From an optimization exercise on the open Yosys and OpenROAD flow, aimed at small area, a short achievable clock period and few clock cycles per item; shortcuts taken in it are not production practice. Function was not checked in any run shown here: the RTL went through the layout flow alone.

<file path="config.mk">
export PLATFORM = sky130hd
export DESIGN_NAME = prl_tag_engine
export DESIGN_NICKNAME = prl_tag_engine
export VERILOG_FILES = /design/flow/design.v
export SDC_FILE = /design/flow/constraint.sdc
export NUM_CORES = 8
export LEC_CHECK = 0
export CAP_MARGIN = 20
export CORE_MARGIN = 2
export CORE_UTILIZATION = 25
export CTS_CLUSTER_DIAMETER = 100
export CTS_CLUSTER_SIZE = 20
export PLACE_DENSITY = 0.45
export SETUP_SLACK_MARGIN = 5
export SLEW_MARGIN = 20
</file>
<file path="constraint.sdc">
create_clock -name core_clock -period 8.0 [get_ports {clk}]
set_input_delay 1.6000 -clock core_clock [delete_from_list [all_inputs] [get_ports {clk}]]
set_output_delay 1.6000 -clock core_clock [all_outputs]
set_load 0.01 [all_outputs]
</file>
<file path="design.v">
module aes_sbox_a (
    input  wire [7:0]  a,
    output wire [14:0] m
);
    wire T1 = a[7] ^ a[4];
    wire T2 = a[7] ^ a[2];
    wire T3 = a[7] ^ a[1];
    wire T4 = a[4] ^ a[2];
    wire T5 = a[3] ^ a[1];
    wire T6 = T1 ^ T5;
    wire T7 = a[6] ^ a[5];
    wire T8 = a[0] ^ T6;
    wire T9 = a[0] ^ T7;
    wire T10 = T6 ^ T7;
    wire T11 = a[6] ^ a[2];
    wire T12 = a[5] ^ a[2];
    wire T13 = T3 ^ T4;
    wire T14 = T6 ^ T11;
    wire T15 = T5 ^ T11;
    wire T16 = T5 ^ T12;
    wire T17 = T9 ^ T16;
    wire T18 = a[4] ^ a[0];
    wire T19 = T7 ^ T18;
    wire T20 = T1 ^ T19;
    wire T21 = a[1] ^ a[0];
    wire T22 = T7 ^ T21;
    wire T23 = T2 ^ T22;
    wire T24 = T2 ^ T10;
    wire T25 = T20 ^ T17;
    wire T26 = T3 ^ T16;
    wire T27 = T1 ^ T12;
    wire M1 = T13 & T6;
    wire M2 = T23 & T8;
    wire M3 = T14 ^ M1;
    wire M4 = T19 & a[0];
    wire M5 = M4 ^ M1;
    wire M6 = T3 & T16;
    wire M7 = T22 & T9;
    wire M8 = T26 ^ M6;
    wire M9 = T20 & T17;
    wire M10 = M9 ^ M6;
    wire M11 = T1 & T15;
    wire M12 = T4 & T27;
    wire M13 = M12 ^ M11;
    wire M14 = T2 & T10;
    wire M15 = M14 ^ M11;
    wire M16 = M3 ^ M2;
    wire M17 = M5 ^ T24;
    wire M18 = M8 ^ M7;
    wire M19 = M10 ^ M15;
    wire M20 = M16 ^ M13;
    wire M21 = M17 ^ M15;
    wire M22 = M18 ^ M13;
    wire M23 = M19 ^ T25;
    wire M24 = M22 ^ M23;
    wire M25 = M22 & M20;
    wire M26 = M21 ^ M25;
    wire M27 = M20 ^ M21;
    wire M28 = M23 ^ M25;
    wire M29 = M28 & M27;
    wire M30 = M26 & M24;
    wire M31 = M20 & M23;
    wire M32 = M27 & M31;
    wire M33 = M27 ^ M25;
    wire M34 = M21 & M22;
    wire M35 = M24 & M34;
    wire M36 = M24 ^ M25;
    wire M37 = M21 ^ M29;
    wire M38 = M32 ^ M33;
    wire M39 = M23 ^ M30;
    wire M40 = M35 ^ M36;
    assign m = {M37, M38, M39, M40, T8, a[7], T22, T12, T27, a[0], T4, T13, T17, T23, T9};
endmodule
module aes_sbox_b (
    input  wire [14:0] m,
    output wire [7:0]  y
);
    wire M37 = m[14];
    wire M38 = m[13];
    wire M39 = m[12];
    wire M40 = m[11];
    wire T8 = m[10];
    wire U0 = m[9];
    wire T22 = m[8];
    wire T12 = m[7];
    wire T27 = m[6];
    wire U7 = m[5];
    wire T4 = m[4];
    wire T13 = m[3];
    wire T17 = m[2];
    wire T23 = m[1];
    wire T9 = m[0];
    wire T1 = T12 ^ T27;
    wire T10 = T8 ^ T9;
    wire T15 = U7 ^ T17;
    wire T16 = T17 ^ T9;
    wire T19 = T13 ^ T23;
    wire T2 = T22 ^ T23;
    wire T20 = U0 ^ T9;
    wire T3 = T4 ^ T13;
    wire T6 = T8 ^ U7;
    wire M41 = M38 ^ M40;
    wire M42 = M37 ^ M39;
    wire M43 = M37 ^ M38;
    wire M44 = M39 ^ M40;
    wire M45 = M42 ^ M41;
    wire M46 = M44 & T6;
    wire M47 = M40 & T8;
    wire M48 = M39 & U7;
    wire M49 = M43 & T16;
    wire M50 = M38 & T9;
    wire M51 = M37 & T17;
    wire M52 = M42 & T15;
    wire M53 = M45 & T27;
    wire M54 = M41 & T10;
    wire M55 = M44 & T13;
    wire M56 = M40 & T23;
    wire M57 = M39 & T19;
    wire M58 = M43 & T3;
    wire M59 = M38 & T22;
    wire M60 = M37 & T20;
    wire M61 = M42 & T1;
    wire M62 = M45 & T4;
    wire M63 = M41 & T2;
    wire L0 = M61 ^ M62;
    wire L1 = M50 ^ M56;
    wire L2 = M46 ^ M48;
    wire L3 = M47 ^ M55;
    wire L4 = M54 ^ M58;
    wire L5 = M49 ^ M61;
    wire L6 = M62 ^ L5;
    wire L7 = M46 ^ L3;
    wire L8 = M51 ^ M59;
    wire L9 = M52 ^ M53;
    wire L10 = M53 ^ L4;
    wire L11 = M60 ^ L2;
    wire L12 = M48 ^ M51;
    wire L13 = M50 ^ L0;
    wire L14 = M52 ^ M61;
    wire L15 = M55 ^ L1;
    wire L16 = M56 ^ L0;
    wire L17 = M57 ^ L1;
    wire L18 = M58 ^ L8;
    wire L19 = M63 ^ L4;
    wire L20 = L0 ^ L1;
    wire L21 = L1 ^ L7;
    wire L22 = L3 ^ L12;
    wire L23 = L18 ^ L2;
    wire L24 = L15 ^ L9;
    wire L25 = L6 ^ L10;
    wire L26 = L7 ^ L9;
    wire L27 = L8 ^ L10;
    wire L28 = L11 ^ L14;
    wire L29 = L11 ^ L17;
    assign y[7] = L6 ^ L24;
    assign y[6] = ~(L16 ^ L26);
    assign y[5] = ~(L19 ^ L28);
    assign y[4] = L6 ^ L21;
    assign y[3] = L20 ^ L22;
    assign y[2] = L25 ^ L29;
    assign y[1] = ~(L13 ^ L27);
    assign y[0] = ~(L6 ^ L23);
endmodule
module aes_sbox (
    input  wire [7:0] a,
    output wire [7:0] y
);
    wire [14:0] m;
    aes_sbox_a u_a (.a(a), .m(m));
    aes_sbox_b u_b (.m(m), .y(y));
endmodule
module aes_round_a (
    input  wire [127:0] state_in,
    output wire [239:0] mid
);
    genvar i;
    generate
        for (i = 0; i < 16; i = i + 1) begin : g_sub
            aes_sbox_a u_sbox (.a(state_in[127 - 8*i -: 8]), .m(mid[239 - 15*i -: 15]));
        end
    endgenerate
endmodule
module aes_round_b (
    input  wire [239:0] mid,
    input  wire [127:0] add_in,
    input  wire         keep,
    output wire [127:0] state_out,
    output wire [127:0] sub_out        
);
    wire [7:0] sb [0:15];
    wire [7:0] sr [0:15];
    genvar i, j;
    generate
        for (i = 0; i < 16; i = i + 1) begin : g_sub
            aes_sbox_b u_sbox (.m(mid[239 - 15*i -: 15]), .y(sb[i]));
        end
    endgenerate
    generate
        for (i = 0; i < 16; i = i + 1) begin : g_shift
            assign sr[i] = sb[(i + 4 * (i % 4)) % 16];
            assign sub_out[127 - 8*i -: 8] = sr[i];
        end
    endgenerate
    generate
        for (i = 0; i < 4; i = i + 1) begin : g_mix
            wire [7:0] a [0:3];
            wire [7:0] p [0:3];
            wire [7:0] v [0:3];
            wire [7:0] b [0:3];
            genvar k;
            for (k = 0; k < 4; k = k + 1) begin : g_byte
                assign a[k] = sr[4*i + k] & {8{keep}};
            end
            for (k = 0; k < 4; k = k + 1) begin : g_col
                assign p[k] = a[k] ^ a[(k + 1) % 4];
                assign v[k] = a[(k + 1) % 4] ^ add_in[127 - 32*i - 8*k -: 8];
                assign b[k][0] = (p[k][7] ^ p[(k + 2) % 4][0]) ^ v[k][0];
                for (j = 1; j < 8; j = j + 1) begin : g_bit
                    if (j == 1 || j == 3 || j == 4) begin : g_r
                        assign b[k][j] = (p[k][j-1] ^ p[(k + 2) % 4][j]) ^ (v[k][j] ^ p[k][7]);
                    end else begin : g_n
                        assign b[k][j] = (p[k][j-1] ^ p[(k + 2) % 4][j]) ^ v[k][j];
                    end
                end
                assign state_out[127 - 32*i - 8*k -: 8] = b[k];
            end
        end
    endgenerate
endmodule
module aes256_key_step_a (
    input  wire [127:0] prev,
    input  wire [127:0] last,
    input  wire         rot_step,
    input  wire [7:0]   rcon,
    output wire [127:0] p,
    output wire [59:0]  mid
);
    wire [31:0] w3  = last[31:0];
    wire [31:0] rot = rot_step ? {w3[23:0], w3[31:24]} : w3;
    aes_sbox_a u_s0 (.a(rot[31:24]), .m(mid[59:45]));
    aes_sbox_a u_s1 (.a(rot[23:16]), .m(mid[44:30]));
    aes_sbox_a u_s2 (.a(rot[15:8]),  .m(mid[29:15]));
    aes_sbox_a u_s3 (.a(rot[7:0]),   .m(mid[14:0]));
    wire [31:0] rc = rot_step ? {rcon, 24'h000000} : 32'h00000000;
    wire [31:0] p0 = prev[127:96] ^ rc;
    wire [31:0] p1 = prev[95:64]  ^ p0;
    wire [31:0] p2 = prev[63:32]  ^ p1;
    wire [31:0] p3 = prev[31:0]   ^ p2;
    assign p = {p0, p1, p2, p3};
endmodule
module aes256_key_step_b (
    input  wire [127:0] p,
    input  wire [59:0]  mid,
    input  wire         load,
    input  wire         gate,
    input  wire [127:0] load_val,
    output wire [127:0] next
);
    wire [31:0] sub;
    aes_sbox_b u_s0 (.m(mid[59:45]), .y(sub[31:24]));
    aes_sbox_b u_s1 (.m(mid[44:30]), .y(sub[23:16]));
    aes_sbox_b u_s2 (.m(mid[29:15]), .y(sub[15:8]));
    aes_sbox_b u_s3 (.m(mid[14:0]),  .y(sub[7:0]));
    wire [127:0] base = load ? load_val : p;
    wire [31:0]  s    = sub & {32{~gate}};
    assign next = {s, s, s, s} ^ base;
endmodule
module prl_tag_engine (
    input  wire         clk,
    input  wire         rst,           
    input  wire         cmd_valid,
    output wire         cmd_ready,
    input  wire [1:0]   cmd_op,        
    input  wire [1:0]   cmd_ksel,      
    input  wire [255:0] cmd_key,       
    input  wire [47:0]  cmd_frame,     
    input  wire [4:0]   cmd_pair,
    input  wire [7:0]   cmd_place,
    input  wire [7:0]   cmd_where,
    input  wire [3:0]   cmd_elem,
    input  wire [11:0]  cmd_obj,
    input  wire [2:0]   cmd_kind,
    input  wire [7:0]   cmd_state,
    output wire         tag_valid,
    input  wire         tag_ready,
    output wire [63:0]  tag,
    output wire         key_a_present,
    output wire         key_b_present
);
    localparam [1:0] OP_TAG   = 2'd0;
    localparam [1:0] OP_LOAD  = 2'd1;
    localparam [1:0] OP_CLEAR = 2'd2;
    localparam integer RUN = 11, LP = 10, PL = 9, SB = 8, OK = 7, PK = 6;
    localparam integer CW = 12;
    reg [255:0] key_a, key_b;
    reg [127:0] l_a, l_b;
    reg         key_a_ok, key_b_ok;
    reg         crdy;          
    reg [1:0]   op_q;          
    reg [1:0]   ksel_q;
    reg [CW-1:0] c_a1, c_a2, c_b1, c_b2;
    reg [127:0] st_a, st_b;
    reg [255:0] kst_a, kst_b;
    reg [239:0] mid_a, mid_b;
    reg [127:0] krk_a, krk_b;
    reg [127:0] kp_a, kp_b;
    reg [59:0]  kmid_a, kmid_b;
    reg         ld;            
    reg         sel;           
    reg         dl;            
    reg [62:0]  t_q;           
    reg         t_v;
    reg [2:0]   nsq;           
    reg [2:0]   hsq;           
    wire fire    = crdy && cmd_valid;
    wire do_tag  = fire && op_q == OP_TAG;
    wire do_load = fire && op_q == OP_LOAD && !ksel_q[1];
    wire do_clr  = fire && op_q == OP_CLEAR;
    wire m_last  = c_b2[RUN] && c_b2[2:0] == 3'd7;
    wire l_wr    = m_last &&  c_b2[PL];
    wire pop     = t_v && tag_ready;
    function has_tag;
        input [CW-1:0] c;
        has_tag = (c[RUN] && c[2:0] == 3'd7 && !c[PL]) || c[PK];
    endfunction
    wire park_in  = has_tag(c_b2) && !c_b2[PK] && !dl;    
    wire park_on  = c_b2[PK] && !dl;                      
    wire [239:0] mid_a_n;
    aes_round_a u_ra1 (.state_in(st_a), .mid(mid_a_n));
    reg [7:0] rcon;
    always @(*) begin
        case (c_a1[2:0])
            3'd1:    rcon = 8'h01;
            3'd2:    rcon = 8'h02;
            3'd3:    rcon = 8'h04;
            3'd4:    rcon = 8'h08;
            3'd5:    rcon = 8'h10;
            3'd6:    rcon = 8'h20;
            3'd7:    rcon = 8'h40;
            default: rcon = 8'h00;
        endcase
    end
    wire [127:0] kp_a_n;
    wire [59:0]  kmid_a_n;
    aes256_key_step_a u_ka1 (
        .prev     (kst_a[255:128]),
        .last     (kst_a[127:0]),
        .rot_step (1'b1),
        .rcon     (rcon),
        .p        (kp_a_n),
        .mid      (kmid_a_n)
    );
    wire [127:0] st_b_n, sub_a_unused;
    aes_round_b u_ra2 (
        .mid       (mid_a),
        .add_in    (krk_a),
        .keep      (1'b1),
        .state_out (st_b_n),
        .sub_out   (sub_a_unused)
    );
    wire [127:0] rk_b_n;
    aes256_key_step_b u_ka2 (
        .p        (kp_a),
        .mid      (kmid_a),
        .load     (1'b0),
        .gate     (1'b0),
        .load_val (128'd0),
        .next     (rk_b_n)
    );
    wire [239:0] mid_b_n;
    aes_round_a u_rb1 (.state_in(st_b), .mid(mid_b_n));
    wire [127:0] kp_b_n;
    wire [59:0]  kmid_b_n;
    aes256_key_step_a u_kb1 (
        .prev     (kst_b[255:128]),
        .last     (kst_b[127:0]),
        .rot_step (1'b0),
        .rcon     (8'h00),
        .p        (kp_b_n),
        .mid      (kmid_b_n)
    );
    wire [255:0] slot_key = sel ? key_b : key_a;
    wire [127:0] slot_l   = sel ? l_b : l_a;
    wire [127:0] cmd_msg = {cmd_frame, 3'b000, cmd_pair, cmd_place, cmd_where,
                            4'h0, cmd_elem, 4'h0, cmd_obj, 5'b00000, cmd_kind,
                            cmd_state, 16'h0000};
    wire [127:0] k1       = {slot_l[126:0], 1'b0} ^ (slot_l[127] ? 128'h87 : 128'h0);
    wire [127:0] msg_k1   = (cmd_msg ^ k1) & {128{ld && !c_b2[LP]}};
    wire [127:0] kst_hi_n = ld ? slot_key[255:128] : krk_b;
    wire [127:0] st_a_n, sub_b;
    aes_round_b u_rb2 (
        .mid       (mid_b),
        .add_in    (kst_hi_n ^ msg_k1),
        .keep      (!ld),
        .state_out (st_a_n),
        .sub_out   (sub_b)
    );
    wire [127:0] fin = sub_b ^ krk_b;
    wire [127:0] rk_a_n;
    aes256_key_step_b u_kb2 (
        .p        (kp_b),
        .mid      (kmid_b),
        .load     (ld || park_in),
        .gate     (ld || park_in || park_on),
        .load_val (park_in ? fin : slot_key[127:0]),
        .next     (rk_a_n)
    );
    wire slot_ok = !ksel_q[1] && (ksel_q[0] ? key_b_ok : key_a_ok);
    reg [CW-1:0] c_a1_n;
    always @(*) begin
        if (c_b2[LP])
            c_a1_n = {1'b1, 1'b0, 1'b1, c_b2[SB], 1'b0, 1'b0, 3'd0, 3'd1};
        else if (do_tag)
            c_a1_n = {1'b1, 1'b0, 1'b0, ksel_q[0], slot_ok, 1'b0, nsq, 3'd1};
        else if (do_load)
            c_a1_n = {1'b0, 1'b1, 1'b0, ksel_q[0], 1'b0, 1'b0, 3'd0, 3'd0};
        else if (has_tag(c_b2) && !dl)
            c_a1_n = {1'b0, 1'b0, 1'b0, c_b2[SB], c_b2[OK], 1'b1, c_b2[5:3], 3'd0};
        else if (c_b2[RUN] && !m_last)
            c_a1_n = {c_b2[CW-1:3], c_b2[2:0] + 3'd1};
        else
            c_a1_n = {CW{1'b0}};
    end
    wire       t_v_n = dl || (t_v && !tag_ready);
    wire [2:0] hsq_n = hsq + {2'b00, dl};
    wire dl_n   = has_tag(c_b1) && c_b1[5:3] == hsq_n && !t_v_n;
    wire free_n = (!c_b1[RUN] && !c_b1[LP] && !c_b1[PK]) || dl_n;
    wire ld_n   = free_n || c_b1[LP];
    function lbusy;
        input [CW-1:0] c;
        input       s;
        lbusy = (c[LP] || (c[RUN] && c[PL])) && c[SB] == s;
    endfunction
    wire lbusy_a = lbusy(c_a1_n, 1'b0) || lbusy(c_a1, 1'b0) ||
                   lbusy(c_a2, 1'b0)   || lbusy(c_b1, 1'b0);
    wire lbusy_b = lbusy(c_a1_n, 1'b1) || lbusy(c_a1, 1'b1) ||
                   lbusy(c_a2, 1'b1)   || lbusy(c_b1, 1'b1);
    wire lconf   = (cmd_op == OP_TAG && !cmd_ksel[1] && (cmd_ksel[0] ? lbusy_b : lbusy_a)) ||
                   (cmd_op == OP_LOAD && (lbusy_a || lbusy_b));
    wire [61:0] mac = c_b2[PK] ? kp_b[127:66] : fin[127:66];
    wire [62:0] tin = {c_b2[OK] & c_b2[SB], mac & {62{c_b2[OK]}}};
    always @(posedge clk) begin
        op_q   <= cmd_op;
        ksel_q <= cmd_ksel;
        sel    <= c_b1[LP] ? c_b1[SB] : cmd_ksel[0];
        mid_a  <= mid_a_n;
        krk_a  <= kst_a[127:0];
        kp_a   <= kp_a_n;
        kmid_a <= kmid_a_n;
        st_b   <= st_b_n;
        kst_b  <= {krk_a, rk_b_n};
        mid_b  <= mid_b_n;
        krk_b  <= kst_b[127:0];
        kp_b   <= c_b1[PK] ? kst_b[255:128] : kp_b_n;
        kmid_b <= kmid_b_n;
        st_a   <= st_a_n;
        kst_a  <= {kst_hi_n, rk_a_n};
        if (do_load && !ksel_q[0]) key_a <= cmd_key;
        if (do_load &&  ksel_q[0]) key_b <= cmd_key;
        if (l_wr && !c_b2[SB]) l_a <= fin;
        if (l_wr &&  c_b2[SB]) l_b <= fin;
        if (dl) t_q <= tin;
        if (rst) begin
            crdy     <= 1'b0;
            key_a_ok <= 1'b0;
            key_b_ok <= 1'b0;
            c_a1     <= {CW{1'b0}};
            c_a2     <= {CW{1'b0}};
            c_b1     <= {CW{1'b0}};
            c_b2     <= {CW{1'b0}};
            ld       <= 1'b1;
            dl       <= 1'b0;
            t_v      <= 1'b0;
            nsq      <= 3'd0;
            hsq      <= 3'd0;
        end else begin
            crdy  <= cmd_valid && !fire && free_n && !lconf;
            c_a1  <= c_a1_n;
            c_a2  <= c_a1;
            c_b1  <= c_a2;
            c_b2  <= c_b1;
            ld    <= ld_n;
            dl    <= dl_n;
            t_v   <= t_v_n;
            hsq   <= hsq_n;
            if (do_tag) nsq <= nsq + 3'd1;
            if (do_load && !ksel_q[0]) key_a_ok <= 1'b1;
            if (do_load &&  ksel_q[0]) key_b_ok <= 1'b1;
            if (do_clr) begin
                key_a_ok <= 1'b0;
                key_b_ok <= 1'b0;
            end
        end
    end
    assign cmd_ready     = crdy;
    assign tag_valid     = t_v;
    assign tag           = {1'b0, t_q};
    assign key_a_present = key_a_ok;
    assign key_b_present = key_b_ok;
endmodule
</file>
<file path="run.sh">
#!/bin/bash
# synth_recipe.tcl (not shown) runs the flow's synth.tcl, then flattens the netlist and writes it again
# the make line also repeats each setting of config.mk as NAME=value (left out here)
make -C /OpenROAD-flow-scripts/flow DESIGN_CONFIG=/design/flow/config.mk WORK_HOME=/design/flow/orfs CLKGATE_MAP_FILE= SYNTH_SCRIPT=/design/flow/synth_recipe.tcl finish
</file>
==> impl_metrics.py, run 1 <==
metrics = {
    "run_status": {
        "outcome": "no timing/DRC/antenna violations",
    },
    "global_route": {
        "maximum_number_of_pins_on_one_net_before_global_route_repair": 143,
        "antenna_found_initial": 67,
        "grt-ovfl-total": 0,
        "grt_usage_pct": 19.3,
        "grt_pass1_wl_um": 829000,
        "vias_in_the_first_global_route": 101000,
    },
    "synthesis": {
        "synth_cells": 14900,
        "synth.ff_latch_count": 2760,
        "synthesis.yosys.warnings": 2,
        "flip_flop_cell_with_the_highest_count_after_synthesis": "sky130_fd_sc_hd__dfxtp_1",
        "post_synth_instance_area_um2": 150000,
        "synth_seq_area_share_pct": 42.2,
        "synthArstFlopShare_pct": 0,
        "synth_fp_nets": 15400,
        "post_synth_num_cell_types": 97,
        "synthesis.area_per_instance_um2": 10.1,
        "count_of_flip_flops_with_a_built_in_enable_after_synthesis": 831,
    },
    "clock_network": {
        "numCtsBuffers": 173,
        "clock_sink_count": 2760,
        "clk-insertion-delay-late_ns": 0.99,
        "clk_path_buf_depth": 4,
        "clock-root-buffer": "sky130_fd_sc_hd__clkbuf_16",
        "tritoncts": "built",
        "clk_transition_reported_paths_ns": 0.10,
        "cts_htree_levels": 4,
    },
    "worst_hold_path": {
        "hold_path_class": "flop to flop",
    },
    "critical_path": {
        "criticalPathCategory": "flop to primary output",
        "critical_path.endpoint_type": "primary output",
        "path_cells": "buf_2",
        "worst-endpoint-arrival_ns": 1.75,
        "timing.critical_path.slowest_cell_delay_ns": 0.55,
        "critPathSlowestCell": "sky130_fd_sc_hd__edfxtp_1",
        "timing.critical_path.fanout_max": 2,
        "cp_data_required_time_ns": 6.40,
        "timing.critical_path.max_delay_family": "flip-flops",
        "critical_path.n_buffers_inverters": 1,
        "setup.worst_path.start_class": "flop",
    },
    "run": {
        "max_capacitance_violation_count": 0,
    },
    "timing": {
        "worst_slew_pin_slew_ns": 1.35,
        "setup_violations": 0,
        "rsz0062_at_grt": "yes",
        "post-route-period-util_pct": 41.9,
        "relSlewSlack_pct": 9.28,
        "fin_crit_ns": 3.35,
        "finalSetupTns_ns": 0,
        "fin_worst_skew_ns": 0.0840,
        "finalHoldViolations": 0,
        "maxSlewViolCount": 0,
        "max_freq_ghz": 0.298,
    },
    "drt": {
        "routed-via-count": 109000,
        "post_drt_via_cell_ratio": 4.53,
        "drt-wirelength-per-cell_um": 25.9,
        "final_antenna_net_count": 0,
        "drt_first_pass_iters": 6,
        "drc_violation_total_after_the_first_tritonroute_iteration": 9190,
        "wirelength_um": 622000,
        "remaining_drc_errors": 0,
    },
    "layout": {
        "final_nets": 16200,
        "layout_commonest_cell": "sky130_fd_sc_hd__xnor2_1",
        "syn_to_final_growth_pct": 29.5,
        "drive_gt1_share_pct": 24.5,
        "most-common-layout-cells": "2436 x sky130_fd_sc_hd__xnor2_1, 1399 x sky130_fd_sc_hd__dfxtp_1, 1238 x sky130_fd_sc_hd__xor2_1",
        "postLayoutCoreUtil_pct": 32.5,
    },
    "place": {
        "place.gp.congestion": 0.947,
        "half_perimeter_wire_length_after_placement_um": 483000,
        "place.port_buffers": 426,
    },
    "floorplan": {
        "die_height_um": 780,
        "die_area_um2": 608000,
        "pin_count": 428,
        "initial_core_util_pct": 25.1,
        "rows": 284,
        "dieWidth_um": 780,
        "core_region_area_um2": 599000,
    },
}
==> layer usage <==
| layer | part of all wire, % | vias to the layer above | track usage (%) |
|---|---|---|---|
| met5 | 0.026 | - | 0 |
| met2 | 45 | 2990 | 30.6 |
| met1 | 43 | 53800 | 25.7 |
| met4 | 6.8 | 24 | 10.3 |
| met3 | 5.3 | 712 | 2.50 |
| li1 | - | 51000 | - |
==> cells by family (layout without fill, tap and decap cells) <==
kind of cell,count (synthesis),count (layout),synth area share (%)
xor+xnor,5159,5161,31.7
simple gates,2998,3000,8.96
flops,2760,2760,42.2
compound gates,2057,2057,8.56
buf+inv,1203,2171,3.18
mux,686,686,4.68
fa+ha+maj,85,85,0.707
other cells,1,30,0.00249
==> synthesized netlist by cell type (all sizes together), types with 107 or more instances <==
| cell type | count | share of area (%) |
|---|---|---|
| nor2b | 230 | 0.96 |
| buf | 230 | 0.75 |
| nor3 | 150 | 0.50 |
| xor2 | 1652 | 9.8 |
| dfxtp | 1929 | 26 |
| inv | 366 | 0.91 |
| a21oi | 648 | 2.2 |
| mux2 | 139 | 1.0 |
| a211oi | 159 | 0.79 |
| clkbuf | 602 | 1.5 |
| o21ai | 504 | 1.7 |
| a22oi | 121 | 0.60 |
| nor2 | 1183 | 3.0 |
| mux2i | 547 | 3.6 |
| o22ai | 107 | 0.45 |
| nand2 | 815 | 2.0 |
| nand2b | 125 | 0.52 |
| xnor2 | 3392 | 20 |
| edfxtp | 831 | 17 |
| nand3 | 199 | 0.66 |
==> final cells by class <==
type	instances	area, um2
diodes	29	72.6
clock buffers	269	4800
clock inverters	40	508
fillers	60400	404000
inverters	371	1400
multi-input cells	11000	98900
flip-flops and latches	2760	64900
well taps	8008	10000
repair buffers	1491	14200
==> sequential cells by signal, indices dropped and copies added, names as in the netlist, 60 cells and up <==
signal	flops
key_a	256
mid_a	240
kst_a	256
kst_b	256
kp_a	128
t_q	63
st_b	128
l_b	128
mid_b	240
key_b	256
kmid_b	60
st_a	128
krk_a	120
kmid_a	60
krk_b	120
kp_b	128
l_a	128
==> through the flow <==
step	hold WS, ns	std cells	instance area, um2	setup slack (ns)
2_1_floorplan	0.310	14900	151000	1.64
3_3_place_gp	0.310	22700	164000	3.61
4_1_cts	0.306	23500	184000	4.57
5_1_grt	0.318	23900	195000	4.64
6_report	0.302	24000	195000	4.65
3_5_place_dp	0.312	22700	164000	3.48
==> worst paths after layout <==
kind                     to  cells after the start  slack (ns)      start
hold reg to reg   krk_b[68]                      0        0.30  kst_b[68]
hold / removal    krk_b[68]                      0        0.30  kst_b[68]
setup / recovery     tag[6]                      1        4.65     t_q[6]
setup reg to reg    st_a[2]                     14        4.77  mid_b[49]
==> timing repair <==
action | CTS | global route
endpoints found under the setup margin | 1293 | 824
setup buffers | 455 | 404
gates cloned | 8 | 7
pin swaps | 349 | 475
resized for setup | 2258 | 1153
hold endpoints to repair | 0 | 0
hold buffers | 0 | 0
==> inputs of run 2 (changes only) <==
--- a/config.mk
+++ b/config.mk
@@ -11,5 +11,5 @@
 export CTS_CLUSTER_DIAMETER = 100
 export CTS_CLUSTER_SIZE = 20
 export PLACE_DENSITY = 0.45
-export SETUP_SLACK_MARGIN = 5
+export SETUP_SLACK_MARGIN = 4.2
 export SLEW_MARGIN = 20
==> run 2 against run 1 <==
Against the previous run:
- synthesized area is the same
- maximum frequency shrank 11%
- worst setup slack lost 0.43 ns
- clock skew shrank 0.030 ns
- cell count shrank 3.5%
- worst hold slack gained 0.0042 ns
- largest cell class unchanged
- sequential cell count is the same
- still clean on timing, DRC and antenna
- die area is the same
==> impl_metrics.py, run 2 <==
metrics = {
    "run_status": {
        "outcome": "no timing/DRC/antenna violations",
    },
    "synthesis": {
        "post_synth_instance_area_um2": 150000,
        "yosys.area_share.simple_pct": 8.96,
        "synth_seq_area_share_pct": 42.2,
        "synthesis.yosys.warnings": 2,
        "yosysMostFrequentCell": "sky130_fd_sc_hd__xnor2_1",
        "flip_flop_cell_with_the_highest_count_after_synthesis": "sky130_fd_sc_hd__dfxtp_1",
        "synth_cells": 14900,
        "largest_family_of_logic_cells_by_synthesized_area": "XOR/XNOR gates",
        "synth.ff_latch_count": 2760,
        "post_synth_adder_cell_area_pct": 0.707,
        "synth_top_area_cell": "sky130_fd_sc_hd__dfxtp_1",
        "synth_fp_nets": 15400,
        "muxShareOfSynthArea_pct": 4.68,
        "synth_top_cells_by_area": "sky130_fd_sc_hd__dfxtp_1 26%, sky130_fd_sc_hd__xnor2_1 19%, sky130_fd_sc_hd__edfxtp_1 17%, sky130_fd_sc_hd__xor2_1 9.5%, sky130_fd_sc_hd__mux2i_1 3.6%",
        "compound_cell_area_share_of_the_yosys_netlist_pct": 8.56,
        "synthesis.area_per_instance_um2": 10.1,
        "post_synth_num_cell_types": 97,
        "synthDominantCellAreaShare_pct": 25.7,
        "synth-xor-area-share_pct": 31.7,
        "synth.cells.most_frequent": "3325 x sky130_fd_sc_hd__xnor2_1, 1929 x sky130_fd_sc_hd__dfxtp_1, 1625 x sky130_fd_sc_hd__xor2_1, 1174 x sky130_fd_sc_hd__nor2_1, 831 x sky130_fd_sc_hd__edfxtp_1",
        "count_of_flip_flops_with_a_built_in_enable_after_synthesis": 831,
        "synthArstFlopShare_pct": 0,
    },
    "timing": {
        "fin_crit_ns": 3.78,
        "max_freq_ghz": 0.264,
        "worst_slew_pin_slew_ns": 1.31,
        "finalSetupTns_ns": 0,
        "fin_worst_skew_ns": 0.0543,
        "finalHoldViolations": 0,
        "post-route-worst-setup-slack_ns": 4.22,
        "relSlewSlack_pct": 12.8,
        "post-route-period-util_pct": 47.3,
        "maxSlewViolCount": 0,
        "setup_violations": 0,
        "rsz0062_at_grt": "yes",
    },
    "global_route": {
        "antenna_found_initial": 61,
        "grt_usage_pct": 18.8,
        "maximum_number_of_pins_on_one_net_before_global_route_repair": 150,
        "grt-ovfl-total": 0,
        "grt_pass1_wl_um": 804000,
        "vias_in_the_first_global_route": 97500,
    },
    "layout": {
        "drive_gt1_share_pct": 7.20,
        "layout.cells.non_filler": 23100,
        "multiInputGateArea_um2": 83800,
        "most-common-layout-cells": "3204 x sky130_fd_sc_hd__xnor2_1, 1841 x sky130_fd_sc_hd__dfxtp_1, 1590 x sky130_fd_sc_hd__xor2_1",
        "syn_to_final_growth_pct": 13.3,
        "final_nets": 15400,
        "fillerInstances": 62600,
        "postLayoutCoreUtil_pct": 28.5,
        "seqCellArea_um2": 63700,
        "layout_commonest_cell": "sky130_fd_sc_hd__xnor2_1",
    },
    "floorplan": {
        "initial_core_util_pct": 25.1,
        "die_height_um": 780,
        "rows": 284,
        "dieWidth_um": 780,
        "die_area_um2": 608000,
        "core_region_area_um2": 599000,
        "pin_count": 428,
    },
    "drt": {
        "final_antenna_net_count": 0,
        "drc_violation_total_after_the_first_tritonroute_iteration": 9178,
        "remaining_drc_errors": 0,
        "wirelength_um": 594000,
        "drt_first_pass_iters": 5,
        "routed-via-count": 104000,
        "drt-wirelength-per-cell_um": 25.7,
        "post_drt_via_cell_ratio": 4.49,
    },
    "critical_path": {
        "timing.critical_path.slowest_cell_delay_ns": 0.72,
        "cp_common_cell": "sky130_fd_sc_hd__xnor2_1",
        "critical_path.endpoint_type": "flop",
        "critical_path.n_buffers_inverters": 0,
        "criticalPathCategory": "flop to flop",
        "timing.critical_path.max_delay_family": "XOR/XNOR gates",
        "regToRegSetupSlack_ns": 4.22,
        "path_cells": "xor2_2 -> nand2_1 -> a21oi_1 -> o21bai_1 -> xnor2_1 -> xnor2_1 -> xnor2_1 -> xnor2_1 -> xnor2_1 -> xnor2_1",
        "worst_r2r_path_depth": 10,
        "setup.worst_path.start_class": "flop",
        "worst-endpoint-arrival_ns": 4.55,
        "timing.critical_path.fanout_max": 11,
        "cp_data_required_time_ns": 8.77,
        "start_of_the_worst_register_to_register_path": "mid_a[178]",
        "critPathSlowestCell": "sky130_fd_sc_hd__xnor2_1",
        "crit_cells": 10,
        "timing.rr.end": "st_b[65]",
    },
    "place": {
        "place.port_buffers": 426,
        "placed_cells": 22800,
        "place.gp.congestion": 0.944,
        "post-place-ws_ns": 3.30,
        "half_perimeter_wire_length_after_placement_um": 480000,
    },
    "worst_hold_path": {
        "hold_path_class": "flop to flop",
        "worst_hold_path.num_cells": 0,
        "min-delay-start": "kst_b[70]",
        "hold_path_end": "krk_b[70]",
    },
    "clock_network": {
        "cts_hold_buffers": 0,
        "clk-insertion-delay-late_ns": 0.96,
        "clk_transition_reported_paths_ns": 0.10,
        "clk_path_buf_depth": 4,
        "clock-root-buffer": "sky130_fd_sc_hd__clkbuf_16",
        "clock_sink_count": 2760,
        "tritoncts": "built",
        "numCtsBuffers": 173,
        "cts_htree_levels": 4,
    },
    "run": {
        "max_capacitance_violation_count": 0,
    },
}
run 2: cell counts after synthesis:
No cell type changed its count.
run 2: timing repair:
| action | 4_1_cts | 5_1_grt |
|---|---|---|
| pin swaps | 2 | 11 |
| gates cloned | 0 | 0 |
| endpoints found under the setup margin | 163 | 164 |
| gates resized for setup | 114 | 139 |
| buffers inserted | 4 | 18 |
run 2: per-layer routing:
layer  track usage, %  up-vias  share of wire, %
li1                 -    49400                 -
met1             25.8    51100                45
met3             1.85      517               4.7
met4             8.25       20               5.3
met5                0        -             0.019
met2             29.9     2628                45
run 2: stage by stage:
stage	hold WS [ns]	instance area (um2)
finish	0.306	171000
global route	0.307	170000
CTS	0.294	170000
detailed placement	0.312	164000
global placement	0.310	164000
floorplan	0.310	151000
run 2: worst max path at each step:
stage               slack [ns]   endpoint        from
global placement          3.33  key_a[32]   cmd_valid
CTS                       4.13   st_b[84]  mid_a[183]
global route              4.10   st_b[82]  mid_a[194]
detailed placement        3.30  key_a[32]   cmd_valid
finish                    4.22   st_b[65]  mid_a[178]
floorplan                 1.64   key_a[0]   cmd_valid
run 2: kinds of logic after synthesis:
group / count (synthesis)
xor+xnor: 5159
simple gates: 2998
flops: 2760
compound gates: 2057
buf+inv: 1203
mux: 686
fa+ha+maj: 85
other cells: 1
run 2: final cells by class:
cell class                 count  area share (%)
sequential                  2760            37.4
clock inverter                43           0.329
inverter                     371           0.817
multi-input combinational  11000            49.1
antenna                       27          0.0396
timing repair buffer         653            3.65
tap                         8008            5.88
clock buffer                 263            2.79
==> inputs of run 3 (changes only) <==
--- a/config.mk
+++ b/config.mk
@@ -11,5 +11,5 @@
 export CTS_CLUSTER_DIAMETER = 100
 export CTS_CLUSTER_SIZE = 20
 export PLACE_DENSITY = 0.45
-export SETUP_SLACK_MARGIN = 4.2
+export SETUP_SLACK_MARGIN = 4.5
 export SLEW_MARGIN = 20
==> run 3 against run 2 <==
Against the previous run:
- still clean
- synthesized cell count did not move
- critical path type unchanged
- critical endpoint is now st_a[119]
==> impl_metrics.py, run 3 <==
metrics = {
    "drt": {
        "drt_first_pass_iters": 6,
        "final_antenna_net_count": 0,
        "routed-via-count": 104000,
        "post_drt_via_cell_ratio": 4.48,
        "remaining_drc_errors": 0,
        "wirelength_um": 596000,
        "drt-wirelength-per-cell_um": 25.7,
        "drc_violation_total_after_the_first_tritonroute_iteration": 8645,
    },
    "global_route": {
        "grt-ovfl-total": 0,
        "maximum_number_of_pins_on_one_net_before_global_route_repair": 150,
        "grt_pass1_wl_um": 805000,
        "vias_in_the_first_global_route": 97900,
        "grt_usage_pct": 18.8,
        "antenna_found_initial": 64,
    },
    "critical_path": {
        "timing.critical_path.slowest_cell_delay_ns": 0.58,
        "worst-endpoint-arrival_ns": 4.39,
        "regToRegSetupSlack_ns": 4.41,
        "setup.worst_path.start_class": "flop",
        "cp_data_required_time_ns": 8.80,
        "critPathSlowestCell": "sky130_fd_sc_hd__dfxtp_1",
        "criticalPathCategory": "flop to flop",
        "timing.rr.end": "st_a[119]",
        "start_of_the_worst_register_to_register_path": "mid_b[77]",
        "critical_path.endpoint_type": "flop",
        "worstSetupStartpoint": "mid_b[77]",
        "path_cells": "xnor3_1 -> a221o_1 -> nand2_1 -> o211ai_1 -> xnor2_4 -> xor2_1 -> xor2_1 -> xnor2_1 -> nor2_1 -> xnor2_1",
        "worst_r2r_path_depth": 10,
        "timing.critical_path.fanout_max": 12,
    },
    "clock_network": {
        "numCtsBuffers": 173,
        "clock-root-buffer": "sky130_fd_sc_hd__clkbuf_16",
        "clk_path_buf_depth": 4,
        "cts_htree_levels": 4,
        "clock_sink_count": 2760,
        "cts_hold_buffers": 0,
        "tritoncts": "built",
        "clk_transition_reported_paths_ns": 0.10,
        "clk-insertion-delay-late_ns": 0.95,
    },
    "synthesis": {
        "synth.cells.most_frequent": "3325 x sky130_fd_sc_hd__xnor2_1, 1929 x sky130_fd_sc_hd__dfxtp_1, 1625 x sky130_fd_sc_hd__xor2_1, 1174 x sky130_fd_sc_hd__nor2_1, 831 x sky130_fd_sc_hd__edfxtp_1",
        "synthArstFlopShare_pct": 0,
        "synthesis.yosys.warnings": 2,
        "count_of_flip_flops_with_a_built_in_enable_after_synthesis": 831,
        "synth.ff_latch_count": 2760,
        "post_synth_instance_area_um2": 150000,
        "synth_fp_nets": 15400,
        "synth_seq_area_share_pct": 42.2,
        "synth_top_cells_by_area": "sky130_fd_sc_hd__dfxtp_1 26%, sky130_fd_sc_hd__xnor2_1 19%, sky130_fd_sc_hd__edfxtp_1 17%, sky130_fd_sc_hd__xor2_1 9.5%, sky130_fd_sc_hd__mux2i_1 3.6%",
        "flip_flop_cell_with_the_highest_count_after_synthesis": "sky130_fd_sc_hd__dfxtp_1",
        "synth_top_area_cell": "sky130_fd_sc_hd__dfxtp_1",
        "yosysMostFrequentCell": "sky130_fd_sc_hd__xnor2_1",
        "synth_cells": 14900,
        "post_synth_num_cell_types": 97,
        "synthesis.area_per_instance_um2": 10.1,
        "synthDominantCellAreaShare_pct": 25.7,
    },
    "worst_hold_path": {
        "hold_path_class": "flop to flop",
        "hold_path_end": "krk_a[37]",
        "min-delay-start": "kst_a[37]",
        "worst_hold_path.num_cells": 0,
    },
    "timing": {
        "fin_crit_ns": 3.59,
        "worst_slew_pin_slew_ns": 1.32,
        "post-route-period-util_pct": 44.9,
        "relSlewSlack_pct": 11.7,
        "fin_worst_skew_ns": 0.0586,
        "maxSlewViolCount": 0,
        "setup_violations": 0,
        "max_freq_ghz": 0.278,
        "rsz0062_at_grt": "yes",
        "finalHoldViolations": 0,
        "finalSetupTns_ns": 0,
    },
    "layout": {
        "most-common-layout-cells": "3032 x sky130_fd_sc_hd__xnor2_1, 1713 x sky130_fd_sc_hd__dfxtp_1, 1508 x sky130_fd_sc_hd__xor2_1",
        "layout.cells.non_filler": 23200,
        "syn_to_final_growth_pct": 15.7,
        "final_nets": 15500,
        "layout_commonest_cell": "sky130_fd_sc_hd__xnor2_1",
        "drive_gt1_share_pct": 10.6,
        "fillerInstances": 62400,
    },
    "floorplan": {
        "pin_count": 428,
        "core_region_area_um2": 599000,
        "dieWidth_um": 780,
        "die_height_um": 780,
        "rows": 284,
        "die_area_um2": 608000,
        "initial_core_util_pct": 25.1,
    },
    "run": {
        "max_capacitance_violation_count": 0,
    },
    "place": {
        "half_perimeter_wire_length_after_placement_um": 480000,
        "placed_cells": 22800,
        "place.port_buffers": 426,
        "place.gp.congestion": 0.944,
    },
    "run_status": {
        "outcome": "no timing/DRC/antenna violations",
    },
}
==> run 3: cell counts after synthesis <==
Identical to the previous run, type by type.
==> run 3: repair_timing <==
action                                  CTS  global route
endpoints found under the setup margin  574           476
setup buffers                            37            63
cloned                                    0             2
pin swaps                                27            34
hold endpoints to repair                  0             0
resized for setup                       439           406
==> run 3: area by class of cell <==
class                      instances  area, um2  area share [%]
antenna                           25       62.6          0.0359
clock buffer                     263       4760            2.73
clock inverter                    43        562           0.323
inverter                         371       1390           0.800
multi-input combinational      11000      86500            49.6
sequential                      2760      63900            36.7
tap                             8008      10000            5.75
timing repair buffer             732       6960            3.99
==> run 3: per-layer routing <==
| metal | vias up | global-route usage, % | share of wire, % | wire [um] |
|---|---|---|---|---|
| met3 | 559 | 2.00 | 5.1 | 30200 |
| li1 | 49500 | - | - | - |
| met5 | - | 0 | 0.021 | 123 |
| met4 | 22 | 8.61 | 5.5 | 32900 |
| met1 | 51100 | 25.7 | 45 | 267000 |
| met2 | 2769 | 29.8 | 45 | 266000 |
==> run 3: kinds of logic after synthesis <==
family / share of synthesized area (%)
compound gates: 8.56
xor+xnor: 31.7
fa+ha+maj: 0.707
buf+inv: 3.18
flops: 42.2
mux: 4.68
other cells: 0.00249
simple gates: 8.96
==> run 3: critical path: cells and delay by family (launching register included) <==
kind	cells	cell delay, ns
compound gates	2	0.52
xor+xnor	6	1.75
flops	1	0.58
simple gates	2	0.59
==> run 3: through the flow <==
| stage | hold slack, ns | util, % | cell area (um2) | worst slack, ns |
|---|---|---|---|---|
| floorplan | 0.310 | - | 151000 | 1.64 |
| global placement | 0.310 | 27.3 | 164000 | 3.33 |
| detailed placement | 0.312 | 27.3 | 164000 | 3.30 |
| CTS | 0.294 | 28.6 | 171000 | 4.22 |
| global route | 0.309 | 29.1 | 174000 | 4.33 |
| finish | 0.310 | 29.1 | 174000 | 4.41 |
==> run 3: worst max path at each step <==
stage / slack [ns] / to
after floorplan: 1.64 / key_a[0]
after global placement: 3.33 / key_a[32]
after detailed placement: 3.30 / key_a[32]
after CTS: 4.22 / st_a[119]
after global routing: 4.33 / st_a[119]
final: 4.41 / st_a[119]
==> inputs of run 4 (changes only) <==
--- a/config.mk
+++ b/config.mk
@@ -5,11 +5,12 @@
 export SDC_FILE = /design/flow/constraint.sdc
 export NUM_CORES = 8
 export LEC_CHECK = 0
+export ABC_AREA = 1
 export CAP_MARGIN = 20
 export CORE_MARGIN = 2
 export CORE_UTILIZATION = 25
 export CTS_CLUSTER_DIAMETER = 100
 export CTS_CLUSTER_SIZE = 20
 export PLACE_DENSITY = 0.45
-export SETUP_SLACK_MARGIN = 4.5
+export SETUP_SLACK_MARGIN = 4.7
 export SLEW_MARGIN = 20
==> run 4 against run 3 <==
Against the previous run:
- global-route usage rose by 4.5 points
- critical path type is now flop to primary output
- utilization fell by 0.46 points
- register-to-register slack improved by 0.25 ns
- sequential share of layout area fell by 2.9 points
- critical endpoint is now tag[24]
==> impl_metrics.py, run 4 <==
metrics = {
    "global_route": {
        "maximum_number_of_pins_on_one_net_before_global_route_repair": 109,
        "antenna_found_initial": 120,
        "grt_pass1_wl_um": 1090000,
        "vias_in_the_first_global_route": 136000,
        "grt_usage_pct": 23.3,
        "grt-ovfl-total": 0,
    },
    "drt": {
        "drt_first_pass_iters": 9,
        "final_antenna_net_count": 0,
        "post_drt_via_cell_ratio": 4.57,
        "remaining_drc_errors": 0,
        "drt-wirelength-per-cell_um": 24.7,
        "routed-via-count": 150000,
        "wirelength_um": 812000,
        "drc_violation_total_after_the_first_tritonroute_iteration": 14000,
    },
    "synthesis": {
        "yosysMostFrequentCell": "sky130_fd_sc_hd__nand2_1",
        "post_synth_num_cell_types": 55,
        "synth-xor-area-share_pct": 16.3,
        "synth_fp_nets": 23800,
        "count_of_flip_flops_with_a_built_in_enable_after_synthesis": 831,
        "post_synth_adder_cell_area_pct": 0.645,
        "synthArstFlopShare_pct": 0,
        "synth.cells.most_frequent": "9803 x sky130_fd_sc_hd__nand2_1, 2544 x sky130_fd_sc_hd__inv_1, 2107 x sky130_fd_sc_hd__nand3_1, 1929 x sky130_fd_sc_hd__dfxtp_1, 1517 x sky130_fd_sc_hd__xor2_1",
        "synth_cells": 23400,
        "synth_top_cells_by_area": "sky130_fd_sc_hd__dfxtp_1 23%, sky130_fd_sc_hd__nand2_1 22%, sky130_fd_sc_hd__edfxtp_1 15%, sky130_fd_sc_hd__xor2_1 8.1%, sky130_fd_sc_hd__xnor2_1 6.8%",
        "largest_family_of_logic_cells_by_synthesized_area": "simple AND/OR/NAND/NOR gates",
        "synth_top_area_cell": "sky130_fd_sc_hd__dfxtp_1",
        "yosys.area_share.simple_pct": 33.9,
        "compound_cell_area_share_of_the_yosys_netlist_pct": 2.95,
        "muxShareOfSynthArea_pct": 0.656,
        "synthesis.area_per_instance_um2": 7.05,
        "synthDominantCellAreaShare_pct": 23.4,
        "synth.ff_latch_count": 2760,
        "synthesis.yosys.warnings": 2,
        "post_synth_instance_area_um2": 165000,
        "synth_seq_area_share_pct": 38.6,
        "flip_flop_cell_with_the_highest_count_after_synthesis": "sky130_fd_sc_hd__dfxtp_1",
    },
    "place": {
        "post-place-ws_ns": 3.78,
        "dpl_cell_area_um2": 180000,
        "place.port_buffers": 426,
        "half_perimeter_wire_length_after_placement_um": 678000,
        "place.gp.congestion": 0.986,
        "placed_cells": 32200,
    },
    "layout": {
        "fillerInstances": 71800,
        "finish.instance_area_um2": 188000,
        "layout_commonest_cell": "sky130_fd_sc_hd__nand2_1",
        "syn_to_final_growth_pct": 14.2,
        "most-common-layout-cells": "9717 x sky130_fd_sc_hd__nand2_1, 2539 x sky130_fd_sc_hd__inv_1, 2079 x sky130_fd_sc_hd__nand3_1",
        "final_nets": 24200,
        "layout.cells.non_filler": 32900,
        "drive_gt1_share_pct": 5.57,
    },
    "clock_network": {
        "numCtsBuffers": 185,
        "clock_sink_count": 2760,
        "clock-root-buffer": "sky130_fd_sc_hd__clkbuf_16",
        "clk_path_buf_depth": 4,
        "clk_transition_reported_paths_ns": 0.09,
        "cts_htree_levels": 4,
        "clk-insertion-delay-late_ns": 1.03,
        "tritoncts": "built",
        "cts_hold_buffers": 0,
    },
    "critical_path": {
        "critical_path.endpoint_type": "primary output",
        "timing.critical_path.slowest_cell_delay_ns": 0.72,
        "criticalPathCategory": "flop to primary output",
        "regToRegSetupSlack_ns": 4.66,
        "timing.rr.end": "st_a[6]",
        "timing.critical_path.max_delay_family": "flip-flops",
        "crit_cells": 1,
        "worstSetupStartpoint": "t_q[24]",
        "start_of_the_worst_register_to_register_path": "sel",
        "critical_path.n_buffers_inverters": 1,
        "timing.critical_path.fanout_max": 1,
        "setup.worst_path.start_class": "flop",
        "path_cells": "buf_2",
        "worst-endpoint-arrival_ns": 1.97,
        "critical_path.endpoint": "tag[24]",
        "critPathSlowestCell": "sky130_fd_sc_hd__edfxtp_1",
        "worst_r2r_path_depth": 10,
        "cp_data_required_time_ns": 6.40,
    },
    "timing": {
        "fin_worst_skew_ns": 0.0958,
        "relSlewSlack_pct": 12.0,
        "max_freq_ghz": 0.280,
        "post-route-period-util_pct": 44.7,
        "post-route-worst-setup-slack_ns": 4.43,
        "rsz0062_at_grt": "yes",
        "fin_crit_ns": 3.57,
        "setup_violations": 0,
        "finalHoldViolations": 0,
        "finalSetupTns_ns": 0,
        "worst_slew_pin_slew_ns": 1.32,
        "maxSlewViolCount": 0,
    },
    "floorplan": {
        "initial_core_util_pct": 25.1,
        "pin_count": 428,
        "rows": 298,
        "die_area_um2": 666000,
        "dieWidth_um": 816,
        "die_height_um": 816,
        "core_region_area_um2": 658000,
    },
    "worst_hold_path": {
        "hold_path_class": "flop to flop",
    },
    "run": {
        "max_capacitance_violation_count": 0,
    },
    "run_status": {
        "outcome": "no timing/DRC/antenna violations",
    },
}
## run 4: cell count changes after synthesis, moves of 125 or more
cell | before | now
sky130_fd_sc_hd__a211oi_1 | 159 | 0
sky130_fd_sc_hd__a21oi_1 | 646 | 190
sky130_fd_sc_hd__clkbuf_1 | 601 | 142
sky130_fd_sc_hd__inv_1 | 332 | 2544
sky130_fd_sc_hd__mux2_2 | 135 | 0
sky130_fd_sc_hd__mux2i_1 | 547 | 108
sky130_fd_sc_hd__nand2_1 | 815 | 9803
sky130_fd_sc_hd__nand2_2 | 0 | 127
sky130_fd_sc_hd__nand3_1 | 199 | 2107
sky130_fd_sc_hd__nand4_1 | 14 | 222
sky130_fd_sc_hd__nor2_1 | 1174 | 966
sky130_fd_sc_hd__nor2b_1 | 230 | 0
sky130_fd_sc_hd__nor3_1 | 150 | 25
sky130_fd_sc_hd__xnor2_1 | 3325 | 1273
## run 4: cells by family (layout without fill, tap and decap cells)
group / Yosys count / in the layout
AOI/OAI and AO/OA: 888 / 888
xor gates and xnor gates: 2928 / 2928
adders and majority gates: 85 / 85
buffers and inverters: 2997 / 3515
DFF: 2760 / 2760
muxes: 108 / 108
other: 1 / 306
and+or+nand+nor: 13600 / 13600
## run 4: worst min-delay path by stage
| stage | start | endpoint | depth (start not counted) |
|---|---|---|---|
| final | kst_a[67] | krk_a[67] | 0 |
| after global routing | kst_a[33] | krk_a[33] | 0 |
| after CTS | kst_a[67] | krk_a[67] | 0 |
| after detailed placement | kst_a[108] | krk_a[108] | 0 |
| after global placement | kst_b[103] | krk_b[103] | 0 |
| after floorplan | kst_a[100] | krk_a[100] | 0 |
## run 4: through the flow
step | hold slack [ns] | util, %
2_1_floorplan | 0.310 | -
4_1_cts | 0.307 | 28.3
5_1_grt | 0.313 | 28.6
6_report | 0.303 | 28.6
3_5_place_dp | 0.312 | 27.3
3_3_place_gp | 0.310 | 27.3
## run 4: worst reg2reg max path, stage by stage, from the launching register on
cell	delay, ns
sky130_fd_sc_hd__dfxtp_4	0.42
sky130_fd_sc_hd__buf_12	0.18
sky130_fd_sc_hd__inv_12	0.25
sky130_fd_sc_hd__buf_16	0.37
sky130_fd_sc_hd__nand2_1	0.23
sky130_fd_sc_hd__nand3_1	0.10
sky130_fd_sc_hd__o21ai_0	0.43
sky130_fd_sc_hd__xnor2_1	0.80
sky130_fd_sc_hd__xor2_1	0.28
sky130_fd_sc_hd__nand3_1	0.11
sky130_fd_sc_hd__nand2_1	0.08
## run 4: area by class of cell
class                           count  area (um2)  area share [%]
Antenna cell                      305         763           0.405
Clock buffer                      272        5090            2.71
Clock inverter                     63         798           0.424
Inverter                         2608        9820            5.21
Multi-Input combinational cell  17600       91600            48.6
Sequential cell                  2760       63700            33.8
Tap cell                         8700       10900            5.78
Timing Repair Buffer              572        5640            3.00
## run 4: routing by layer
metal | vias to the layer above | GRT usage, % | part of all wire (%)
met5 | - | 0 | 0.062
met4 | 14 | 14.5 | 7.5
met3 | 914 | 2.88 | 5.5
met2 | 4561 | 37.7 | 45
met1 | 71400 | 29.5 | 42
li1 | 73500 | - | -
## run 4: timing repair
action	CTS	global route
cloned	1	3
hold endpoints to repair	0	0
buffers inserted	6	6
gates resized for setup	387	273
pin swaps	0	8
setup endpoints to repair	435	421
==> inputs of run 5 (changes only) <==
==> flow/run.sh (new file) <==
#!/bin/bash
set -euo pipefail
bash standard.sh "BUFFER_PORTS_ARGS=-buffer_cell sky130_fd_sc_hd__buf_1" finish > flow_make.log 2>&1
==> standard.sh (new file) <==
#!/bin/bash
# synth_recipe.tcl (not shown) runs the flow's synth.tcl, then flattens the netlist and writes it again
# the make line also repeats each setting of config.mk as NAME=value (left out here)
make -C /OpenROAD-flow-scripts/flow DESIGN_CONFIG=/design/flow/config.mk WORK_HOME=/design/flow/orfs CLKGATE_MAP_FILE= SYNTH_SCRIPT=/design/flow/synth_recipe.tcl "${@:-finish}"
--- a/config.mk
+++ b/config.mk
@@ -5,7 +5,6 @@
 export SDC_FILE = /design/flow/constraint.sdc
 export NUM_CORES = 8
 export LEC_CHECK = 0
-export ABC_AREA = 1
 export CAP_MARGIN = 20
 export CORE_MARGIN = 2
 export CORE_UTILIZATION = 25
removed: run.sh
==> run 5 against run 4 <==
Against the previous run:
- still clean on timing, DRC and antenna
- wire length fell by 26%
- critical endpoint is now tag[32]
- clock skew fell by 0.030 ns
- worst setup slack improved by 0.16 ns
- sequential cell count unchanged
- design area is 6.5% lower
- first-iteration DRC count fell by 29%
- utilization is 0.79 points higher
- non-clock buffer count increased by 318
==> impl_metrics.py, run 5 <==
metrics = {
    "synthesis": {
        "synth.cells.most_frequent": "3325 x sky130_fd_sc_hd__xnor2_1, 1929 x sky130_fd_sc_hd__dfxtp_1, 1625 x sky130_fd_sc_hd__xor2_1, 1174 x sky130_fd_sc_hd__nor2_1, 831 x sky130_fd_sc_hd__edfxtp_1",
        "synthDominantCellAreaShare_pct": 25.7,
        "synthArstFlopShare_pct": 0,
        "synthesis.area_per_instance_um2": 10.1,
        "synth_fp_nets": 15400,
        "flip_flop_cell_with_the_highest_count_after_synthesis": "sky130_fd_sc_hd__dfxtp_1",
        "synth_top_area_cell": "sky130_fd_sc_hd__dfxtp_1",
        "synth_top_cells_by_area": "sky130_fd_sc_hd__dfxtp_1 26%, sky130_fd_sc_hd__xnor2_1 19%, sky130_fd_sc_hd__edfxtp_1 17%, sky130_fd_sc_hd__xor2_1 9.5%, sky130_fd_sc_hd__mux2i_1 3.6%",
        "synth.ff_latch_count": 2760,
        "count_of_flip_flops_with_a_built_in_enable_after_synthesis": 831,
        "yosysMostFrequentCell": "sky130_fd_sc_hd__xnor2_1",
        "synthesis.yosys.warnings": 2,
        "synth_seq_area_share_pct": 42.2,
        "post_synth_instance_area_um2": 150000,
        "synth_cells": 14900,
        "post_synth_num_cell_types": 97,
    },
    "drt": {
        "drt_first_pass_iters": 8,
        "post_drt_via_cell_ratio": 4.50,
        "drt-wirelength-per-cell_um": 25.8,
        "remaining_drc_errors": 0,
        "wirelength_um": 603000,
        "drc_violation_total_after_the_first_tritonroute_iteration": 10000,
        "final_antenna_net_count": 0,
        "routed-via-count": 105000,
    },
    "clock_network": {
        "tritoncts": "built",
        "clock_sink_count": 2760,
        "clock-root-buffer": "sky130_fd_sc_hd__clkbuf_16",
        "cts_hold_buffers": 0,
        "clk_transition_reported_paths_ns": 0.09,
        "clk_path_buf_depth": 4,
        "cts_htree_levels": 4,
        "numCtsBuffers": 172,
        "clk-insertion-delay-late_ns": 0.98,
    },
    "timing": {
        "max_freq_ghz": 0.293,
        "maxSlewViolCount": 0,
        "post-route-period-util_pct": 42.7,
        "worst_slew_pin_slew_ns": 1.29,
        "finalHoldViolations": 0,
        "setup_violations": 0,
        "relSlewSlack_pct": 13.8,
        "rsz0062_at_grt": "yes",
        "fin_crit_ns": 3.41,
        "finalSetupTns_ns": 0,
        "fin_worst_skew_ns": 0.0659,
    },
    "critical_path": {
        "timing.rr.end": "kst_b[75]",
        "path_cells": "buf_1",
        "regToRegSetupSlack_ns": 4.67,
        "worstSetupStartpoint": "t_q[32]",
        "worst_r2r_path_depth": 6,
        "critical_path.n_buffers_inverters": 1,
        "timing.critical_path.fanout_max": 1,
        "critical_path.endpoint_type": "primary output",
        "crit_cells": 1,
        "critPathSlowestCell": "sky130_fd_sc_hd__edfxtp_1",
        "criticalPathCategory": "flop to primary output",
        "timing.critical_path.slowest_cell_delay_ns": 0.64,
        "setup.worst_path.start_class": "flop",
        "timing.critical_path.max_delay_family": "flip-flops",
        "critical_path.endpoint": "tag[32]",
        "start_of_the_worst_register_to_register_path": "kmid_a[26]",
        "cp_data_required_time_ns": 6.40,
        "worst-endpoint-arrival_ns": 1.81,
    },
    "global_route": {
        "grt_pass1_wl_um": 808000,
        "grt_usage_pct": 18.9,
        "antenna_found_initial": 82,
        "grt-ovfl-total": 0,
        "maximum_number_of_pins_on_one_net_before_global_route_repair": 163,
        "vias_in_the_first_global_route": 97500,
    },
    "place": {
        "place.port_buffers": 426,
        "place.gp.congestion": 0.959,
        "half_perimeter_wire_length_after_placement_um": 482000,
    },
    "floorplan": {
        "pin_count": 428,
        "dieWidth_um": 780,
        "core_region_area_um2": 599000,
        "die_height_um": 780,
        "die_area_um2": 608000,
        "initial_core_util_pct": 25.1,
        "rows": 284,
    },
    "layout": {
        "layout_commonest_cell": "sky130_fd_sc_hd__xnor2_1",
        "syn_to_final_growth_pct": 17.1,
        "postLayoutCoreUtil_pct": 29.4,
        "drive_gt1_share_pct": 14.3,
        "most-common-layout-cells": "2873 x sky130_fd_sc_hd__xnor2_1, 1588 x sky130_fd_sc_hd__dfxtp_1, 1422 x sky130_fd_sc_hd__xor2_1",
        "final_nets": 15600,
    },
    "worst_hold_path": {
        "hold_path_class": "flop to flop",
    },
    "run_status": {
        "outcome": "no timing/DRC/antenna violations",
    },
    "run": {
        "max_capacitance_violation_count": 0,
    },
}
-- run 5: changes by cell type after synthesis, sizes merged, moves of 208 or more --
cell    before   now
a21oi      190   648
mux2i      108   547
inv       2607   366
nand4      222    14
nor2b        0   230
xnor2     1330  3392
nand3     2133   199
clkbuf     159   602
nand2     9942   815
-- run 5: layout make-up --
class / instances / area, um2
fillers: 62100 / 423000
multi-input cells: 11000 / 89400
flip-flops and latches: 2760 / 64300
well taps: 8008 / 10000
repair buffers: 890 / 5660
clock buffers: 262 / 4780
inverters: 371 / 1400
clock inverters: 42 / 551
diodes: 28 / 70.1
-- run 5: worst min-delay path by stage --
stage,from,endpoint,slack [ns],cells past startpoint
CTS,kst_a[42],krk_a[42],0.32,0
global placement,kst_b[103],krk_b[103],0.31,0
detailed placement,kst_b[81],krk_b[81],0.31,0
finish,kst_b[58],krk_b[58],0.32,0
floorplan,kst_a[100],krk_a[100],0.31,0
global route,kst_a[34],krk_a[34],0.32,0
-- run 5: cell families (layout without fill, tap and decap cells) --
| logic type | after synthesis | count (layout) | synth area share, % |
|---|---|---|---|
| adders and majority gates | 85 | 85 | 0.707 |
| DFF | 2760 | 2760 | 42.2 |
| and+or+nand+nor | 2998 | 2999 | 8.96 |
| buffers and inverters | 1203 | 1565 | 3.18 |
| muxes | 686 | 686 | 4.68 |
| AOI/OAI and AO/OA | 2057 | 2057 | 8.56 |
| xor gates and xnor gates | 5159 | 5159 | 31.7 |
| other | 1 | 29 | 0.00249 |
-- run 5: routing by layer --
layer	track usage [%]	vias up	part of all wire (%)
met5	0	-	0.023
met2	30.2	2759	45
met1	25.7	51900	45
met3	2.20	603	5.2
li1	-	49900	-
met4	8.15	20	5.4
-- run 5: what timing repair did --
action | 4_1_cts | 5_1_grt
endpoints found under the setup margin | 638 | 670
gates cloned | 0 | 1
gates resized for setup | 775 | 593
pin swaps | 78 | 98
buffers inserted | 92 | 159
-- run 5: through the flow --
stage                     setup slack (ns)  instances  hold slack (ns)  area, um2
after floorplan                       1.64      14900            0.310     151000
after global placement                3.59      22800            0.310     161000
after detailed placement              3.55      22800            0.312     161000
after CTS                             4.52      23200            0.323     171000
after global routing                  4.55      23300            0.323     176000
final                                 4.59      23300            0.322     176000

what the ideal ports hide:
The flow's constraints put no driver on any port. The routed layouts listed below were extracted and timed again, unchanged, in two steps. Step 1: set_driving_cell puts a clkbuf_16 on clk and a buf_2 on each other input, an assumption about the parent block. Step 2, shift: input delay + t, output delay - t, t = (earliest + latest rising clock arrival at the registers) / 2. This alone moves slack from input paths to output paths. a / b / c = ideal ports / drivers / drivers and shift; a / b = the first two.
| run | t, ns | setup slack, ns | clock arrival spread, ns | pins driven straight from the clock port |
|---|---|---|---|---|
| run 1 | 1.079 | 4.648 / 4.515 / 4.077 | 0.087 / 0.087 | 1 |
| run 2 | 1.063 | 4.218 / 4.157 / 3.346 | 0.076 / 0.076 | 1 |
| run 3 | 1.058 | 4.408 / 4.408 / 3.620 | 0.076 / 0.076 | 1 |
| run 4 | 1.119 | 4.427 / 4.291 / 3.705 | 0.110 / 0.109 | 1 |
| run 5 | 1.075 | 4.585 / 4.449 / 3.962 | 0.080 / 0.080 | 1 |
After both steps setup and hold are still met in every run listed. For run 2, which loses most, drivers alone change the setup slack by -0.061 ns; drivers and shift together by -0.872 ns.
